This design comes from an exercise in tuning for small area, a short achievable clock period and few clock cycles per item on the open sky130 flow, not from production work. In this exercise RTL edits were held to simulation tests only and were not proved equivalent to the original. Power and IR drop assume default switching activity.

== run a ==
==> module shake256_core, before the edit <==
module shake256_core (
    input  wire         clk,
    input  wire         rst,
    input  wire         in_valid,
    output wire         in_ready,
    input  wire [63:0]  in_data,
    input  wire         in_last,
    input  wire [3:0]   in_nbytes,    
    output wire         out_valid,
    output wire [511:0] out_digest
);
    localparam [4:0] LAST_ROUND = 5'd23;
    reg [63:0]   idata;
    reg          ilast;
    reg [3:0]    inb;
    reg          ivld;        
    reg          rdy;
    reg [1087:0] bbuf;
    reg [4:0]    bcnt;        
    reg          filling;     
    reg          pad1f;       
    reg          bfinal;      
    reg [1599:0] st;
    reg          busy;        
    reg [4:0]    rnd;
    reg          rlast;       
    reg          cfinal;      
    reg          done;        
    reg          bfull;       
    reg          b16;         
    wire         b15 = (bcnt == 5'd15);
    assign in_ready   = rdy;
    assign out_valid  = done;
    assign out_digest = st[511:0];
    wire take = in_valid && rdy;
    wire cont  = rlast && !cfinal;                   
    wire stall = cont && !bfull;
    wire load  = bfull && (!busy || cont);           
    wire xin   = !busy || cont;                      
    wire wshift = ivld;                              
    wire fshift = filling && (!bfull || load);       
    wire shift  = wshift || fshift;
    reg [63:0] word;
    integer k;
    always @* begin
        word = idata;
        if (ilast) begin
            for (k = 0; k < 8; k = k + 1) begin
                if (k >= inb)  word[8*k +: 8] = 8'h00;
                if (k == inb)  word[8*k +: 8] = 8'h1F;
            end
            if (b16 && !inb[3]) word[63:56] = word[63:56] | 8'h80;
        end
    end
    wire [63:0] fword = {b16, 7'd0, 48'd0, 3'd0, {5{pad1f}}};
    wire [63:0] sword = filling ? fword : word;
    wire       bfull_n = !load && (bfull || (b16 && shift));
    wire       b16_n   = !load && ((b15 && shift) || (b16 && !shift));
    wire [4:0] bcnt_n  = (load ? 5'd0 : bcnt) + {4'd0, shift};
    reg filling_n;
    always @* begin
        filling_n = filling;
        if (fshift && b16)
            filling_n = 1'b0;
        else if (wshift && ilast && !(b16 && !inb[3]))
            filling_n = 1'b1;
    end
    wire [1599:0] st_round;
    keccak_round u_round (.s_in(st), .rnd(rnd), .s_out(st_round));
    wire sel_r = busy && !stall;
    wire sel_h = stall;
    wire sel_b = xin && !stall;
    wire [1599:0] st_next = (({1600{sel_r}} & st_round) | ({1600{sel_h}} & st))
                          ^ {512'd0, {1088{sel_b}} & bbuf};
    always @(posedge clk) begin
        idata <= in_data;
        ilast <= in_last;
        inb   <= in_nbytes;
        st    <= st_next;
        if (shift)
            bbuf <= {sword, bbuf[1087:64]};
    end
    always @(posedge clk) begin
        if (rst) begin
            ivld    <= 1'b0;
            rdy     <= 1'b0;
            bcnt    <= 5'd0;
            bfull   <= 1'b0;
            b16     <= 1'b0;
            filling <= 1'b0;
            pad1f   <= 1'b0;
            bfinal  <= 1'b0;
            busy    <= 1'b0;
            rnd     <= 5'd0;
            rlast   <= 1'b0;
            cfinal  <= 1'b0;
            done    <= 1'b0;
        end else begin
            ivld <= take;
            rdy  <= !(take && in_last) && !filling_n && !bfull_n && !(b16_n && take);
            bcnt  <= bcnt_n;
            bfull <= bfull_n;
            b16   <= b16_n;
            if (fshift) begin
                bfinal <= 1'b1;
                pad1f  <= 1'b0;
            end else if (wshift) begin
                bfinal <= ilast && !(b16 && inb[3]);
                pad1f  <= ilast && inb[3];
            end
            filling <= filling_n;
            done <= rlast && cfinal;
            if (load) begin
                busy   <= 1'b1;
                rnd    <= 5'd0;
                rlast  <= 1'b0;
                cfinal <= bfinal;
            end else if (busy && !stall) begin
                rnd   <= rnd + 5'd1;
                rlast <= (rnd == LAST_ROUND - 5'd1);
                if (rlast)
                    busy <= 1'b0;
            end
        end
    end
endmodule
==> flow/config.mk <==
export PLATFORM = sky130hd
export DESIGN_NAME = shake256_core
export DESIGN_NICKNAME = shake256_core
export VERILOG_FILES = /design/flow/design.v
export SDC_FILE = /design/flow/constraint.sdc
export NUM_CORES = 4
export LEC_CHECK = 0
export CAP_MARGIN = 20
export CORE_MARGIN = 2
export CORE_UTILIZATION = 45
export SETUP_SLACK_MARGIN = 3.0
export SLEW_MARGIN = 20
==> flow/constraint.sdc <==
create_clock -name core_clock -period 6.0 [get_ports {clk}]
set_input_delay 1.2000 -clock core_clock [delete_from_list [all_inputs] [get_ports {clk}]]
set_output_delay 1.2000 -clock core_clock [all_outputs]
set_load 0.01 [all_outputs]
run.sh (not shown) runs the stock make flow with config.mk's settings and CLKGATE_MAP_FILE= SYNTH_SCRIPT=/design/flow/synth_recipe.tcl, a recipe that flattens the netlist after the stock synthesis.
Run a closes out successfully: all stages finished, all timing, DRC and antenna checks passed.
Testbench counts of run a, summed over its fixed seeds: cycles 54,846, bytes 231,548.
For run b, these inputs were changed with respect to run a:
--- a/flow/design.v
+++ b/flow/design.v
@@ -121,18 +121,17 @@
     reg          busy;        
     reg [4:0]    rnd;
-    reg          rlast;       
     reg          cfinal;      
     reg          done;        
-    reg          bfull;       
-    reg          b16;         
-    wire         b15 = (bcnt == 5'd15);
+    wire bfull  = (bcnt == 5'd17);
+    wire lane16 = (bcnt == 5'd16);
     assign in_ready   = rdy;
     assign out_valid  = done;
     assign out_digest = st[511:0];
     wire take = in_valid && rdy;
-    wire cont  = rlast && !cfinal;                   
-    wire stall = cont && !bfull;
-    wire load  = bfull && (!busy || cont);           
-    wire xin   = !busy || cont;                      
+    wire last_rnd = busy && (rnd == LAST_ROUND);
+    wire cont     = last_rnd && !cfinal;             
+    wire stall    = cont && !bfull;
+    wire load     = bfull && (!busy || cont);        
+    wire xin      = !busy || cont;                   
     wire wshift = ivld;                              
     wire fshift = filling && (!bfull || load);       
@@ -147,18 +146,17 @@
                 if (k == inb)  word[8*k +: 8] = 8'h1F;
             end
-            if (b16 && !inb[3]) word[63:56] = word[63:56] | 8'h80;
-        end
-    end
-    wire [63:0] fword = {b16, 7'd0, 48'd0, 3'd0, {5{pad1f}}};
+            if (lane16 && !inb[3]) word[63:56] = word[63:56] | 8'h80;
+        end
+    end
+    wire [63:0] fword = {lane16, 7'd0, 48'd0, 3'd0, {5{pad1f}}};
     wire [63:0] sword = filling ? fword : word;
-    wire       bfull_n = !load && (bfull || (b16 && shift));
-    wire       b16_n   = !load && ((b15 && shift) || (b16 && !shift));
-    wire [4:0] bcnt_n  = (load ? 5'd0 : bcnt) + {4'd0, shift};
+    wire [4:0] bcnt_base = load ? 5'd0 : bcnt;
+    wire [4:0] bcnt_n    = bcnt_base + {4'd0, shift};
     reg filling_n;
     always @* begin
         filling_n = filling;
-        if (fshift && b16)
+        if (fshift && lane16)
             filling_n = 1'b0;
-        else if (wshift && ilast && !(b16 && !inb[3]))
+        else if (wshift && ilast && !(lane16 && !inb[3]))
             filling_n = 1'b1;
     end
@@ -174,5 +172,5 @@
         ilast <= in_last;
         inb   <= in_nbytes;
-        st    <= st_next;
+        st <= st_next;
         if (shift)
             bbuf <= {sword, bbuf[1087:64]};
@@ -183,6 +181,4 @@
             rdy     <= 1'b0;
             bcnt    <= 5'd0;
-            bfull   <= 1'b0;
-            b16     <= 1'b0;
             filling <= 1'b0;
             pad1f   <= 1'b0;
@@ -190,31 +186,26 @@
             busy    <= 1'b0;
             rnd     <= 5'd0;
-            rlast   <= 1'b0;
             cfinal  <= 1'b0;
             done    <= 1'b0;
         end else begin
             ivld <= take;
-            rdy  <= !(take && in_last) && !filling_n && !bfull_n && !(b16_n && take);
-            bcnt  <= bcnt_n;
-            bfull <= bfull_n;
-            b16   <= b16_n;
+            rdy  <= !(take && in_last) && !filling_n && (bcnt_n + {4'd0, take} <= 5'd16);
+            bcnt <= bcnt_n;
             if (fshift) begin
                 bfinal <= 1'b1;
                 pad1f  <= 1'b0;
             end else if (wshift) begin
-                bfinal <= ilast && !(b16 && inb[3]);
+                bfinal <= ilast && !(lane16 && inb[3]);
                 pad1f  <= ilast && inb[3];
             end
             filling <= filling_n;
-            done <= rlast && cfinal;
+            done <= last_rnd && cfinal;
             if (load) begin
                 busy   <= 1'b1;
                 rnd    <= 5'd0;
-                rlast  <= 1'b0;
                 cfinal <= bfinal;
             end else if (busy && !stall) begin
-                rnd   <= rnd + 5'd1;
-                rlast <= (rnd == LAST_ROUND - 5'd1);
-                if (rlast)
+                rnd <= rnd + 5'd1;
+                if (last_rnd)
                     busy <= 1'b0;
             end
Findings:
- Run b completed; timing, DRC and antenna clean
- The higher clock buffer instance count of the final layout of run a and run b is in run b.
- Taking run a as the reference, in run b global-route wire length before repair now smaller, buffer and inverter count on the worst path picked up an extra 1, fraction of area in registers moved up, combinational power share fell 12 points, fraction of power consumed by the clock network went up.
- | clock network area share | run a vs run b | ≈ equal |
- Compared with run a, run b supports a higher clock frequency.
- Going from run a to run b, final worst-path cycle share saw a decrease; number of antenna violations at the first check in global routing decreased about 7%.
- Higher worst hold slack was reported by run b, not run a.
- Of run a and run b, the run reporting the lower number of cells on the critical path was run a.
- Taking run a as the reference, in run b cell area after synthesis down 4.1%, flip-flop and latch count level.
Testbench counts of run b, summed over its fixed seeds: cycles 54,846, bytes 231,548.

==> what the ideal ports hide <==
The flow's constraints put no driver on any port. The routed layouts listed below were extracted and timed again, unchanged, in two steps.
Step 1, drivers: a clkbuf_16 drives clk and a buf_2 each remaining input, both assumed.
Step 2 times the ports against the registers' clock, not the clock port: input delays grow and output delays shrink by t, the midpoint of the rising clock arrivals with the driver on.
Three values: ideal ports, drivers, drivers and shift; two values: the first two.
| run | t (ns) | setup WS [ns] | clock arrival spread, ns | worst slew at a driven data input, ns |
|---|---|---|---|---|
| run a | 1.171 | 2.804 / 2.804 / 2.501 | 0.061 / 0.061 | 0.06 |
| run b | 1.161 | 2.830 / 2.830 / 2.583 | 0.060 / 0.059 | 0.11 |
After both steps setup and hold are still met in every run listed. For run a, which loses most, drivers alone change the setup slack by 0.000 ns; drivers and shift together by -0.303 ns.
